From an optimization exercise on the open Yosys and OpenROAD flow, aimed at small area and a short achievable clock period; shortcuts taken in it are not production practice. RTL that was checked went through simulation tests only; none was proved equivalent to the original.

==> run Z <==
==> flow/design.v <==
module cic5_add20 (
    input  wire [19:0] a,
    input  wire [19:0] b,
    input  wire        ci,
    output wire [19:0] s,
    output wire        co
);
    function [20:0] bk_mask(input integer k);
        integer i, d;
        begin
            bk_mask = 21'd0;
            d = (k < 5) ? (1 << k) : (1 << (7 - k));
            for (i = 0; i < 21; i = i + 1)
                if (k < 5 ? (((i + 1) % (2 * d)) == 0 && i >= d)
                          : (((i + 1) % (2 * d)) == d && i >= 3 * d - 1))
                    bk_mask[i] = 1'b1;
        end
    endfunction
    localparam [20:0] M0 = bk_mask(0), M1 = bk_mask(1), M2 = bk_mask(2), M3 = bk_mask(3),
                      M4 = bk_mask(4), M5 = bk_mask(5), M6 = bk_mask(6), M7 = bk_mask(7);
    reg [20:0] g, p;
    always @(*) begin
        g = {a & b, ci};
        p = {a ^ b, 1'b0};
        g = g | (p & (g << 1)  & M0);  p = p & ((p << 1)  | ~M0);
        g = g | (p & (g << 2)  & M1);  p = p & ((p << 2)  | ~M1);
        g = g | (p & (g << 4)  & M2);  p = p & ((p << 4)  | ~M2);
        g = g | (p & (g << 8)  & M3);  p = p & ((p << 8)  | ~M3);
        g = g | (p & (g << 16) & M4);  p = p & ((p << 16) | ~M4);
        g = g | (p & (g << 4)  & M5);  p = p & ((p << 4)  | ~M5);
        g = g | (p & (g << 2)  & M6);  p = p & ((p << 2)  | ~M6);
        g = g | (p & (g << 1)  & M7);
    end
    assign s  = a ^ b ^ g[19:0];
    assign co = g[20];
endmodule
module cic5_lane (
    input  wire        clk,
    input  wire        start_r,       
    input  wire [19:0] x,             
    input  wire [19:0] vr,            
    input  wire [3:0]  xe1,           
    input  wire [3:0]  xe2,           
    input  wire [3:0]  xn0,           
    input  wire [3:0]  xn1,           
    input  wire [3:0]  xn2,           
    input  wire [4:0]  clr,           
    input  wire [3:0]  dk,            
    input  wire [3:0]  sel,           
    input  wire [3:0]  cact,          
    input  wire [3:0]  cfirst,        
    input  wire [3:0]  cmask,         
    input  wire [4:0]  rot,           
    input  wire [19:0] we_lo,         
    input  wire [3:0]  we_hi,         
    input  wire        we_half,       
    input  wire [19:0] st_en,         
    input  wire        st_first,      
    output reg  [23:0] out
);
    reg  [3:1] sg;
    reg  [3:1] xs0, xs1, xs2;
    wire [3:1] sg_n = {sg[2:1], x[19]};
    always @(posedge clk) begin
        sg  <= sg_n;
        xs0 <= xn0[3:1] & sg_n;
        xs1 <= xn1[3:1] & sg_n;
        xs2 <= xn2[3:1] & sg_n;
    end
    reg  [19:0] ig [0:19];            
    reg  [19:0] cy;                   
    genvar s, c;
    generate
        for (s = 0; s < 5; s = s + 1) begin : g_st
            for (c = 0; c < 4; c = c + 1) begin : g_ch
                wire [19:0] b;
                if (s == 0 && c == 0) begin : g_b00
                    assign b = {20{vr[0]}} & x;
                end else if (s == 0) begin : g_b0
                    assign b = {20{xs0[c]}};
                end else if (s <= 2 && c == 0) begin : g_bx0
                    assign b = ({20{vr[4*s]}} & ig[4*(s-1)]) |
                               ({20{(s == 1) ? xe1[0] : xe2[0]}} & x);
                end else if (s <= 2) begin : g_bx
                    assign b = ({20{vr[4*s+c]}} & ig[4*(s-1)+c]) |
                               {20{(s == 1) ? xs1[c] : xs2[c]}};
                end else begin : g_bn
                    assign b = {20{vr[4*s+c]}} & ig[4*(s-1)+c];
                end
                wire [19:0] a  = (s == 4) ? (dk[c] ? 20'd0 : ig[4*s+c]) : ig[4*s+c];
                wire        ci = (c == 0) ? 1'b0 : cy[4*s+c];
                wire [19:0] sum;
                wire        co;
                cic5_add20 u_add (.a(a), .b(b), .ci(ci), .s(sum), .co(co));
                always @(posedge clk) begin
                    if (s < 4)
                        ig[4*s+c] <= clr[s] ? 20'd0 : sum;
                    else
                        ig[4*s+c] <= sum;
                end
                if (c < 3) begin : g_cy
                    always @(posedge clk)
                        cy[4*s+c+1] <= co & ~start_r;
                end
            end
        end
    endgenerate
    wire [19:0] c0 = ({20{sel[0]}} & ig[16]) | ({20{sel[1]}} & ig[17]) |
                     ({20{sel[2]}} & ig[18]) | ({20{sel[3]}} & ig[19]);
    reg  [79:0] ring [0:3];           
    reg  [19:0] cr [1:4];             
    reg  [3:0]  bw;                   
    genvar k;
    generate
        for (k = 0; k < 4; k = k + 1) begin : g_cb
            wire [19:0] cin = (k == 0) ? c0 : cr[k];
            wire [19:0] op  = cmask[k] ? 20'd0 : ring[k][19:0];
            wire        bi  = cfirst[k] ? 1'b0 : bw[k];
            wire [19:0] d;
            wire        co;
            cic5_add20 u_sub (.a(cin), .b(~op), .ci(~bi), .s(d), .co(co));
            always @(posedge clk) begin
                cr[k+1] <= d;
                bw[k]   <= ~co;
                if (cact[k])
                    ring[k] <= {cin, ring[k][79:20]};
            end
        end
    endgenerate
    wire [39:0] rr = {cr[4], cr[4]} >> rot;
    wire [19:0] r  = rr[19:0];
    reg [23:0] win;
    reg        half;
    reg        sticky;
    integer o;
    always @(posedge clk) begin
        for (o = 0; o < 20; o = o + 1)
            if (we_lo[o]) win[o] <= r[o];
        for (o = 0; o < 4; o = o + 1)
            if (we_hi[o]) win[20+o] <= r[o];
        if (we_half) half <= r[19];
        sticky <= (sticky & ~st_first) | (|(r & st_en));
        out <= win + {23'd0, half & (sticky | win[0])};
    end
endmodule
module cic5 (
    input  wire        clk,
    input  wire        rst,           
    input  wire        start,         
    input  wire [2:0]  cfg_order,     
    input  wire [12:0] cfg_ratio,     
    input  wire        in_valid,
    input  wire [19:0] in_i,          
    input  wire [19:0] in_q,
    output reg         out_valid,
    output wire [23:0] out_i,         
    output wire [23:0] out_q
);
    reg  [2:0]  order;
    reg  [12:0] ratio;
    reg         start_r;
    reg  [4:0]  clr_d;                
    reg         e0, e1, e2;           
    reg  [3:0]  km;                   
    always @(posedge clk) begin
        start_r <= start & ~rst;
        clr_d   <= {clr_d[3:0], start_r};
        if (start) begin
            order <= cfg_order;
            ratio <= cfg_ratio;
        end
        e0 <= (order == 3'd5);
        e1 <= (order == 3'd4);
        e2 <= (order == 3'd3);
        km <= {order != 3'd5, order == 3'd3, 2'b00};
    end
    reg [3:0] lg;
    integer b;
    always @(*) begin
        lg = 4'd0;
        for (b = 0; b < 13; b = b + 1)
            if (ratio[b]) lg = b[3:0];
    end
    reg [3:0]  lg_r;
    reg [12:0] mn_r;
    reg [2:0]  t_r;
    reg [5:0]  sh_r;                  
    reg [1:0]  q_r;                   
    reg [4:0]  s_r;                   
    reg [2:0]  t_n;
    always @(*) begin
        t_n = {2'd0, mn_r != 13'h1000};
        case (order)
            3'd3:    t_n = t_n + (mn_r >= 13'd5161) + (mn_r >= 13'd6502);
            3'd4:    t_n = t_n + (mn_r >= 13'd4871) + (mn_r >= 13'd5793) + (mn_r >= 13'd6889);
            default: t_n = t_n + (mn_r >= 13'd4706) + (mn_r >= 13'd5405) + (mn_r >= 13'd6209)
                               + (mn_r >= 13'd7132);
        endcase
    end
    wire [5:0] ke = (order == 3'd3) ? {1'b0, lg_r, 1'b0} + {2'd0, lg_r} :
                    (order == 3'd4) ? {lg_r, 2'b0} :
                                      {lg_r, 2'b0} + {2'd0, lg_r};
    always @(posedge clk) begin
        lg_r <= lg;
        mn_r <= ratio << (4'd12 - lg_r);
        t_r  <= t_n;
        sh_r <= ke + {3'd0, t_r} - 6'd4;
        if (sh_r >= 6'd40) begin
            q_r <= 2'd2;
            s_r <= sh_r[4:0] - 5'd8;          
        end else if (sh_r >= 6'd20) begin
            q_r <= 2'd1;
            s_r <= sh_r[4:0] - 5'd20;         
        end else begin
            q_r <= 2'd0;
            s_r <= sh_r[4:0];
        end
    end
    reg         xv;
    reg  [19:0] xi, xq;
    always @(posedge clk) begin
        xv <= in_valid & ~rst;
        xi <= in_i;
        xq <= in_q;
    end
    wire clr = rst | start_r;
    reg  [12:0] phase;
    reg         first;
    wire [12:0] phase_n = phase + 13'd1;
    wire        xd = (phase_n == ratio);
    always @(posedge clk) begin
        if (start_r) begin
            phase <= 13'd0;
            first <= 1'b1;
        end else if (xv) begin
            phase <= xd ? 13'd0 : phase_n;
            first <= xd;
        end
    end
    reg  [19:0] vr;
    reg  [3:0]  xe1, xe2;
    wire [19:0] vn;
    wire [2:0]  ent = {e2, e1, e0};
    wire        iv  = in_valid & ~rst;
    genvar s, c;
    generate
        for (s = 0; s < 5; s = s + 1) begin : g_vs
            for (c = 0; c < 4; c = c + 1) begin : g_vc
                wire prev_s = (s == 0) ? 1'b0 : vr[4*(s-1)+c];
                wire here   = (c == 0) ? iv : vr[4*s+c-1];
                if (s <= 2) begin : g_e
                    assign vn[4*s+c] = prev_s | (ent[s] & here);
                end else begin : g_n
                    assign vn[4*s+c] = prev_s;
                end
            end
        end
    endgenerate
    wire [19:0] vg  = clr ? 20'd0 : vn;
    wire [3:0]  xn0 = vg[3:0];
    wire [3:0]  xn1 = vg[7:4]  & {4{e1}};
    wire [3:0]  xn2 = vg[11:8] & {4{e2}};
    always @(posedge clk) begin
        vr  <= vg;
        xe1 <= xn1;
        xe2 <= xn2;
    end
    reg  [7:1] pf;
    reg  [4:1] pd;
    wire [7:0] lf;
    wire [4:0] ld;
    assign lf[0] = e0 & xv & first;
    assign lf[1] = pf[1] | (e1 & xv & first);
    assign lf[2] = pf[2] | (e2 & xv & first);
    assign lf[7:3] = pf[7:3];
    assign ld[0] = e0 & xv & xd;
    assign ld[1] = pd[1] | (e1 & xv & xd);
    assign ld[2] = pd[2] | (e2 & xv & xd);
    assign ld[4:3] = pd[4:3];
    reg [14:5] gl;
    reg [3:0]  cact;
    always @(posedge clk) begin
        if (clr) begin
            pf   <= 7'd0;
            pd   <= 4'd0;
            gl   <= 10'd0;
        end else begin
            pf   <= lf[6:0];
            pd   <= ld[3:0];
            gl   <= {gl[13:5], ld[4]};
        end
        if (clr_d[3])
            pf[7:4] <= 4'b1111;
    end
    wire [3:0] dk = pf[7:4];
    reg [3:0] cmask;
    genvar k;
    generate
        for (k = 0; k < 4; k = k + 1) begin : g_k
            always @(posedge clk) begin
                if (start_r)
                    cmask[k] <= 1'b1;
                else if (gl[8+k] && !km[k])
                    cmask[k] <= 1'b0;
            end
            if (k == 0) begin : g_a0
                always @(posedge clk)
                    cact[k] <= !clr && (ld[4] | gl[5] | gl[6] | gl[7]);
            end else begin : g_an
                always @(posedge clk)
                    cact[k] <= !clr && (gl[4+k] | gl[5+k] | gl[6+k] | gl[7+k]);
            end
        end
    endgenerate
    wire am2 = (gl[9]  & (q_r == 2'd2));
    wire am1 = (gl[9]  & (q_r == 2'd1)) | (gl[10] & (q_r == 2'd2));
    wire a0  = (gl[9]  & (q_r == 2'd0)) | (gl[10] & (q_r == 2'd1)) | (gl[11] & (q_r == 2'd2));
    wire a1  = (gl[10] & (q_r == 2'd0)) | (gl[11] & (q_r == 2'd1)) | (gl[12] & (q_r == 2'd2));
    wire a2  = (gl[11] & (q_r == 2'd0)) | (gl[12] & (q_r == 2'd1));
    wire le0  = am2 | am1 | a0;
    wire lem1 = am2 | am1;
    wire [19:0] wrap;                 
    wire [19:0] we_lo, st_en;
    wire [3:0]  we_hi;
    genvar i;
    generate
        for (i = 0; i < 20; i = i + 1) begin : g_w
            assign wrap[i]  = ({1'b0, s_r} + i) >= 20;
            assign we_lo[i] = wrap[i] ? a1 : a0;
            if (i < 19) begin : g_s
                assign st_en[i] = wrap[i] ? le0 : lem1;
            end else begin : g_s19
                assign st_en[i] = wrap[i] ? lem1 : am2;
            end
        end
        for (i = 0; i < 4; i = i + 1) begin : g_h
            assign we_hi[i] = wrap[i] ? a2 : a1;
        end
    endgenerate
    wire we_half = wrap[19] ? a0 : am1;
    always @(posedge clk) begin
        if (rst) out_valid <= 1'b0;
        else     out_valid <= gl[13];
    end
    wire [3:0] sel = gl[8:5];
    wire [3:0] cfirst = gl[8:5];
    cic5_lane u_i (
        .clk(clk), .start_r(start_r), .x(xi), .vr(vr), .xe1(xe1), .xe2(xe2),
        .xn0(xn0), .xn1(xn1), .xn2(xn2), .clr(clr_d), .dk(dk),
        .sel(sel), .cact(cact), .cfirst(cfirst), .cmask(cmask), .rot(s_r),
        .we_lo(we_lo), .we_hi(we_hi), .we_half(we_half), .st_en(st_en),
        .st_first(gl[9]), .out(out_i)
    );
    cic5_lane u_q (
        .clk(clk), .start_r(start_r), .x(xq), .vr(vr), .xe1(xe1), .xe2(xe2),
        .xn0(xn0), .xn1(xn1), .xn2(xn2), .clr(clr_d), .dk(dk),
        .sel(sel), .cact(cact), .cfirst(cfirst), .cmask(cmask), .rot(s_r),
        .we_lo(we_lo), .we_hi(we_hi), .we_half(we_half), .st_en(st_en),
        .st_first(gl[9]), .out(out_q)
    );
endmodule
==> flow/flow/run.sh <==
#!/bin/bash
# The standard layout, with plain buffers (instead of the default delay
# buffers) on the input and output ports.
set -euo pipefail
export BUFFER_PORTS_ARGS="-buffer_cell sky130_fd_sc_hd__buf_2"
bash standard.sh > standard.log 2>&1
==> flow/standard.sh <==
#!/bin/bash
# synth_recipe.tcl (not shown) runs the flow's synth.tcl, then flattens the netlist and writes it again
# the make line also repeats each setting of config.mk as NAME=value (left out here)
make -C /OpenROAD-flow-scripts/flow DESIGN_CONFIG=/design/flow/config.mk WORK_HOME=/design/flow/orfs CLKGATE_MAP_FILE= SYNTH_SCRIPT=/design/flow/synth_recipe.tcl "${@:-finish}"
==> flow/config.mk <==
export PLATFORM = sky130hd
export DESIGN_NAME = cic5
export DESIGN_NICKNAME = cic5
export VERILOG_FILES = /design/flow/design.v
export SDC_FILE = /design/flow/constraint.sdc
export NUM_CORES = 4
export LEC_CHECK = 0
export ABC_AREA = 1
export CAP_MARGIN = 60
export CORE_MARGIN = 2
export CORE_UTILIZATION = 50
export CTS_CLUSTER_DIAMETER = 120
export CTS_CLUSTER_SIZE = 25
export PLACE_DENSITY = 0.62
export SLEW_MARGIN = 70
==> flow/constraint.sdc <==
create_clock -name core_clock -period 15.0 [get_ports {clk}]
set_input_delay 3.0000 -clock core_clock [delete_from_list [all_inputs] [get_ports {clk}]]
set_output_delay 3.0000 -clock core_clock [all_outputs]
set_load 0.01 [all_outputs]
==> run E: changes against run Z <==
--- a/flow/design.v
+++ b/flow/design.v
@@ -57,4 +57,5 @@
     input  wire [19:0] st_en,         
     input  wire        st_first,      
+    input  wire        fin,           
     output reg  [23:0] out
 );
@@ -141,5 +142,6 @@
         if (we_half) half <= r[19];
         sticky <= (sticky & ~st_first) | (|(r & st_en));
-        out <= win + {23'd0, half & (sticky | win[0])};
+        if (fin)
+            out <= win + {23'd0, half & (sticky | win[0])};
     end
 endmodule
@@ -350,5 +352,5 @@
         .sel(sel), .cact(cact), .cfirst(cfirst), .cmask(cmask), .rot(s_r),
         .we_lo(we_lo), .we_hi(we_hi), .we_half(we_half), .st_en(st_en),
-        .st_first(gl[9]), .out(out_i)
+        .st_first(gl[9]), .fin(gl[13]), .out(out_i)
     );
     cic5_lane u_q (
@@ -357,5 +359,5 @@
         .sel(sel), .cact(cact), .cfirst(cfirst), .cmask(cmask), .rot(s_r),
         .we_lo(we_lo), .we_hi(we_hi), .we_half(we_half), .st_en(st_en),
-        .st_first(gl[9]), .out(out_q)
+        .st_first(gl[9]), .fin(gl[13]), .out(out_q)
     );
 endmodule
==> flow/run.sh (new file) <==
#!/bin/bash
# synth_recipe.tcl (not shown) runs the flow's synth.tcl, then flattens the netlist and writes it again
# the make line also repeats each setting of config.mk as NAME=value (left out here)
make -C /OpenROAD-flow-scripts/flow DESIGN_CONFIG=/design/flow/config.mk WORK_HOME=/design/flow/orfs CLKGATE_MAP_FILE= SYNTH_SCRIPT=/design/flow/synth_recipe.tcl finish
Settings changed: ABC_AREA 1 to default, CAP_MARGIN 60 to 20, CORE_UTILIZATION 50 to 30, CTS_CLUSTER_DIAMETER 120 to default, CTS_CLUSTER_SIZE 25 to default, PLACE_DENSITY 0.62 to 0.45, SLEW_MARGIN 70 to 20.
removed: flow/flow/run.sh
removed: flow/standard.sh
==> run G: changes against run Z <==
==> flow/design.v, changed modules only <==
module cic5_lane (
    input  wire        clk,
    input  wire        start_r,       
    input  wire [19:0] x,             
    input  wire [19:0] vr,            
    input  wire [3:0]  xn0,           
    input  wire [3:0]  pt0,           
    input  wire [3:0]  pt1,           
    input  wire [3:2]  clr,           
    input  wire [3:0]  dk,            
    input  wire [3:0]  sel,           
    input  wire [3:0]  cact,          
    input  wire [3:0]  cfirst,        
    input  wire [3:0]  cmask,         
    input  wire [4:0]  rot,           
    input  wire [19:0] we_lo,         
    input  wire [3:0]  we_hi,         
    input  wire        we_half,       
    input  wire [19:0] st_en,         
    input  wire        st_first,      
    output reg  [23:0] out
);
    reg  [3:1] sg;
    reg  [3:1] xs0;
    wire [3:1] sg_n = {sg[2:1], x[19]};
    always @(posedge clk) begin
        sg  <= sg_n;
        xs0 <= xn0[3:1] & sg_n;
    end
    reg  [19:0] ig [0:19];            
    reg  [19:0] cy;                   
    genvar s, c;
    generate
        for (s = 0; s < 5; s = s + 1) begin : g_st
            for (c = 0; c < 4; c = c + 1) begin : g_ch
                wire [19:0] b;
                if (s == 0 && c == 0) begin : g_b00
                    assign b = {20{vr[0]}} & x;
                end else if (s == 0) begin : g_b0
                    assign b = {20{xs0[c]}};
                end else begin : g_bn
                    assign b = {20{vr[4*s+c]}} & ig[4*(s-1)+c];
                end
                wire [19:0] a  = (s == 0) ? (pt0[c] ? 20'd0 : ig[4*s+c]) :
                                 (s == 1) ? (pt1[c] ? 20'd0 : ig[4*s+c]) :
                                 (s == 4) ? (dk[c]  ? 20'd0 : ig[4*s+c]) : ig[4*s+c];
                wire        ci = (c == 0) ? 1'b0 : cy[4*s+c];
                wire [19:0] sum;
                wire        co;
                cic5_add20 u_add (.a(a), .b(b), .ci(ci), .s(sum), .co(co));
                always @(posedge clk) begin
                    if (s == 2 || s == 3)
                        ig[4*s+c] <= clr[s] ? 20'd0 : sum;
                    else
                        ig[4*s+c] <= sum;
                end
                if (c < 3) begin : g_cy
                    always @(posedge clk)
                        cy[4*s+c+1] <= co & ~start_r;
                end
            end
        end
    endgenerate
    wire [19:0] c0 = ({20{sel[0]}} & ig[16]) | ({20{sel[1]}} & ig[17]) |
                     ({20{sel[2]}} & ig[18]) | ({20{sel[3]}} & ig[19]);
    reg  [79:0] ring [0:3];           
    reg  [19:0] cr [1:4];             
    reg  [3:0]  bw;                   
    genvar k;
    generate
        for (k = 0; k < 4; k = k + 1) begin : g_cb
            wire [19:0] cin = (k == 0) ? c0 : cr[k];
            wire [19:0] op  = cmask[k] ? 20'd0 : ring[k][19:0];
            wire        bi  = cfirst[k] ? 1'b0 : bw[k];
            wire [19:0] d;
            wire        co;
            cic5_add20 u_sub (.a(cin), .b(~op), .ci(~bi), .s(d), .co(co));
            always @(posedge clk) begin
                cr[k+1] <= d;
                bw[k]   <= ~co;
                if (cact[k])
                    ring[k] <= {cin, ring[k][79:20]};
            end
        end
    endgenerate
    wire [39:0] rr = {cr[4], cr[4]} >> rot;
    wire [19:0] r  = rr[19:0];
    reg [23:0] win;
    reg        half;
    reg        sticky;
    integer o;
    always @(posedge clk) begin
        for (o = 0; o < 20; o = o + 1)
            if (we_lo[o]) win[o] <= r[o];
        for (o = 0; o < 4; o = o + 1)
            if (we_hi[o]) win[20+o] <= r[o];
        if (we_half) half <= r[19];
        sticky <= (sticky & ~st_first) | (|(r & st_en));
        out <= win + {23'd0, half & (sticky | win[0])};
    end
endmodule
module cic5 (
    input  wire        clk,
    input  wire        rst,           
    input  wire        start,         
    input  wire [2:0]  cfg_order,     
    input  wire [12:0] cfg_ratio,     
    input  wire        in_valid,
    input  wire [19:0] in_i,          
    input  wire [19:0] in_q,
    output reg         out_valid,
    output wire [23:0] out_i,         
    output wire [23:0] out_q
);
    reg  [2:0]  order;
    reg  [12:0] ratio;
    reg         start_r;
    reg  [4:0]  clr_d;                
    reg  [3:0]  km;                   
    always @(posedge clk) begin
        start_r <= start & ~rst;
        clr_d   <= {clr_d[3:0], start_r};
        if (start) begin
            order <= cfg_order;
            ratio <= cfg_ratio;
        end
        km <= {order != 3'd5, order == 3'd3, 2'b00};
    end
    reg [3:0] lg;
    integer b;
    always @(*) begin
        lg = 4'd0;
        for (b = 0; b < 13; b = b + 1)
            if (ratio[b]) lg = b[3:0];
    end
    reg [3:0]  lg_r;
    reg [12:0] mn_r;
    reg [2:0]  t_r;
    reg [5:0]  sh_r;                  
    reg [1:0]  q_r;                   
    reg [4:0]  s_r;                   
    reg [2:0]  t_n;
    always @(*) begin
        t_n = {2'd0, mn_r != 13'h1000};
        case (order)
            3'd3:    t_n = t_n + (mn_r >= 13'd5161) + (mn_r >= 13'd6502);
            3'd4:    t_n = t_n + (mn_r >= 13'd4871) + (mn_r >= 13'd5793) + (mn_r >= 13'd6889);
            default: t_n = t_n + (mn_r >= 13'd4706) + (mn_r >= 13'd5405) + (mn_r >= 13'd6209)
                               + (mn_r >= 13'd7132);
        endcase
    end
    wire [5:0] ke = (order == 3'd3) ? {1'b0, lg_r, 1'b0} + {2'd0, lg_r} :
                    (order == 3'd4) ? {lg_r, 2'b0} :
                                      {lg_r, 2'b0} + {2'd0, lg_r};
    always @(posedge clk) begin
        lg_r <= lg;
        mn_r <= ratio << (4'd12 - lg_r);
        t_r  <= t_n;
        sh_r <= ke + {3'd0, t_r} - 6'd4;
        if (sh_r >= 6'd40) begin
            q_r <= 2'd2;
            s_r <= sh_r[4:0] - 5'd8;          
        end else if (sh_r >= 6'd20) begin
            q_r <= 2'd1;
            s_r <= sh_r[4:0] - 5'd20;         
        end else begin
            q_r <= 2'd0;
            s_r <= sh_r[4:0];
        end
    end
    reg         xv;
    reg  [19:0] xi, xq;
    always @(posedge clk) begin
        xv <= in_valid & ~rst;
        xi <= in_i;
        xq <= in_q;
    end
    wire clr = rst | start_r;
    reg  [12:0] phase;
    reg         first;
    wire [12:0] phase_n = phase + 13'd1;
    wire        xd = (phase_n == ratio);
    always @(posedge clk) begin
        if (start_r) begin
            phase <= 13'd0;
            first <= 1'b1;
        end else if (xv) begin
            phase <= xd ? 13'd0 : phase_n;
            first <= xd;
        end
    end
    reg  [19:0] vr;
    wire [19:0] vg;
    wire        iv  = in_valid & ~rst;
    genvar s, c;
    generate
        for (s = 0; s < 5; s = s + 1) begin : g_vs
            for (c = 0; c < 4; c = c + 1) begin : g_vc
                if (s == 0 && c == 0) begin : g_00
                    assign vg[0] = iv & ~start_r;
                end else if (s == 0) begin : g_0
                    assign vg[c] = vr[c-1] & ~clr;
                end else begin : g_n
                    assign vg[4*s+c] = vr[4*(s-1)+c] & ~clr & ~clr_d[s-1];
                end
            end
        end
    endgenerate
    wire [3:0] xn0 = vg[3:0];
    reg  [3:0] pt0, pt1;
    reg        pass0, pass1;
    always @(posedge clk) begin
        vr    <= vg;
        pass0 <= (order != 3'd5);
        pass1 <= (order == 3'd3);
        pt0   <= ({4{pass0}} & vg[3:0]) | {4{clr_d[0]}};
        pt1   <= ({4{pass1}} & vg[7:4]) | {4{clr_d[1]}};
    end
    reg  [7:1] pf;
    reg  [4:1] pd;
    wire [7:0] lf = {pf[7:1], xv & first};
    wire [4:0] ld = {pd[4:1], xv & xd};
    reg [14:5] gl;
    reg [3:0]  cact;
    always @(posedge clk) begin
        if (clr) begin
            pf   <= 7'd0;
            pd   <= 4'd0;
            gl   <= 10'd0;
        end else begin
            pf   <= lf[6:0];
            pd   <= ld[3:0];
            gl   <= {gl[13:5], ld[4]};
        end
        if (clr_d[3])
            pf[7:4] <= 4'b1111;
    end
    wire [3:0] dk = pf[7:4];
    reg [3:0] cmask;
    genvar k;
    generate
        for (k = 0; k < 4; k = k + 1) begin : g_k
            always @(posedge clk) begin
                if (start_r)
                    cmask[k] <= 1'b1;
                else if (gl[8+k] && !km[k])
                    cmask[k] <= 1'b0;
            end
            if (k == 0) begin : g_a0
                always @(posedge clk)
                    cact[k] <= !clr && (ld[4] | gl[5] | gl[6] | gl[7]);
            end else begin : g_an
                always @(posedge clk)
                    cact[k] <= !clr && (gl[4+k] | gl[5+k] | gl[6+k] | gl[7+k]);
            end
        end
    endgenerate
    wire am2 = (gl[9]  & (q_r == 2'd2));
    wire am1 = (gl[9]  & (q_r == 2'd1)) | (gl[10] & (q_r == 2'd2));
    wire a0  = (gl[9]  & (q_r == 2'd0)) | (gl[10] & (q_r == 2'd1)) | (gl[11] & (q_r == 2'd2));
    wire a1  = (gl[10] & (q_r == 2'd0)) | (gl[11] & (q_r == 2'd1)) | (gl[12] & (q_r == 2'd2));
    wire a2  = (gl[11] & (q_r == 2'd0)) | (gl[12] & (q_r == 2'd1));
    wire le0  = am2 | am1 | a0;
    wire lem1 = am2 | am1;
    wire [19:0] wrap;                 
    wire [19:0] we_lo, st_en;
    wire [3:0]  we_hi;
    genvar i;
    generate
        for (i = 0; i < 20; i = i + 1) begin : g_w
            assign wrap[i]  = ({1'b0, s_r} + i) >= 20;
            assign we_lo[i] = wrap[i] ? a1 : a0;
            if (i < 19) begin : g_s
                assign st_en[i] = wrap[i] ? le0 : lem1;
            end else begin : g_s19
                assign st_en[i] = wrap[i] ? lem1 : am2;
            end
        end
        for (i = 0; i < 4; i = i + 1) begin : g_h
            assign we_hi[i] = wrap[i] ? a2 : a1;
        end
    endgenerate
    wire we_half = wrap[19] ? a0 : am1;
    always @(posedge clk) begin
        if (rst) out_valid <= 1'b0;
        else     out_valid <= gl[13];
    end
    wire [3:0] sel = gl[8:5];
    wire [3:0] cfirst = gl[8:5];
    cic5_lane u_i (
        .clk(clk), .start_r(start_r), .x(xi), .vr(vr), .xn0(xn0), .pt0(pt0), .pt1(pt1),
        .clr(clr_d[3:2]), .dk(dk),
        .sel(sel), .cact(cact), .cfirst(cfirst), .cmask(cmask), .rot(s_r),
        .we_lo(we_lo), .we_hi(we_hi), .we_half(we_half), .st_en(st_en),
        .st_first(gl[9]), .out(out_i)
    );
    cic5_lane u_q (
        .clk(clk), .start_r(start_r), .x(xq), .vr(vr), .xn0(xn0), .pt0(pt0), .pt1(pt1),
        .clr(clr_d[3:2]), .dk(dk),
        .sel(sel), .cact(cact), .cfirst(cfirst), .cmask(cmask), .rot(s_r),
        .we_lo(we_lo), .we_hi(we_hi), .we_half(we_half), .st_en(st_en),
        .st_first(gl[9]), .out(out_q)
    );
endmodule
==> flow/flow/run.sh (replaced) <==
#!/bin/bash
# The standard layout, with plain buffers (instead of the default delay
# buffers) on the input and output ports, and the out_valid pin placed next
# to the rst pin (out_valid's flip-flop reads rst and drives out_valid).
set -euo pipefail
export BUFFER_PORTS_ARGS="-buffer_cell sky130_fd_sc_hd__buf_2"
export PLACE_PINS_ARGS="-group_pins {rst out_valid}"
bash standard.sh > standard.log 2>&1
Settings changed: CAP_MARGIN 60 to 30, SLEW_MARGIN 70 to 35.
==> comparison <==
- The highest hold slack belongs to run Z, the lowest to run G.
- The lowest first-iteration DRC count belongs to run E, the highest to run Z.
- Against run G, the final cell count of run E is larger by 2.1%.
- Fmax, lowest first: run E, run Z, run G.
- Of run E and run Z, run Z has the higher clock skew (gap 9.7 ps).
- Area after synthesis: run E > run Z > run G.
- Sequential share of layout area: run G > run Z > run E.
The RTL of run E was laid out without a check of its function.

separate check: timing with driven ports:
The results above use ideal ports. As a check the final layouts listed here were re-extracted and re-timed, cells and wires unchanged. Step 1: set_driving_cell puts a clkbuf_16 on clk and a buf_2 on each other input, an assumption about the parent block. Step 2, shift: input delay + t, output delay - t, t = (earliest + latest rising clock arrival at the registers) / 2. This alone moves slack from input paths to output paths. Slacks: ideal ports / drivers / drivers and shift; pairs: ideal ports / drivers.
run	t (ns)	setup WS [ns]	worst setup path after step 2	worst data-port slew with drivers (ns)	cell pins on the clock port's net
run Z	0.846	10.477 / 10.387 / 10.342	input to register	0.16	1
run E	0.967	10.231 / 10.139 / 10.074	input to register	0.12	1
run G	0.847	10.769 / 10.684 / 10.502	input to register	0.04	1
After both steps every run listed still meets setup and hold. The setup slack of run G, which loses most, moves by -0.085 ns with the drivers and by -0.267 ns with both steps.
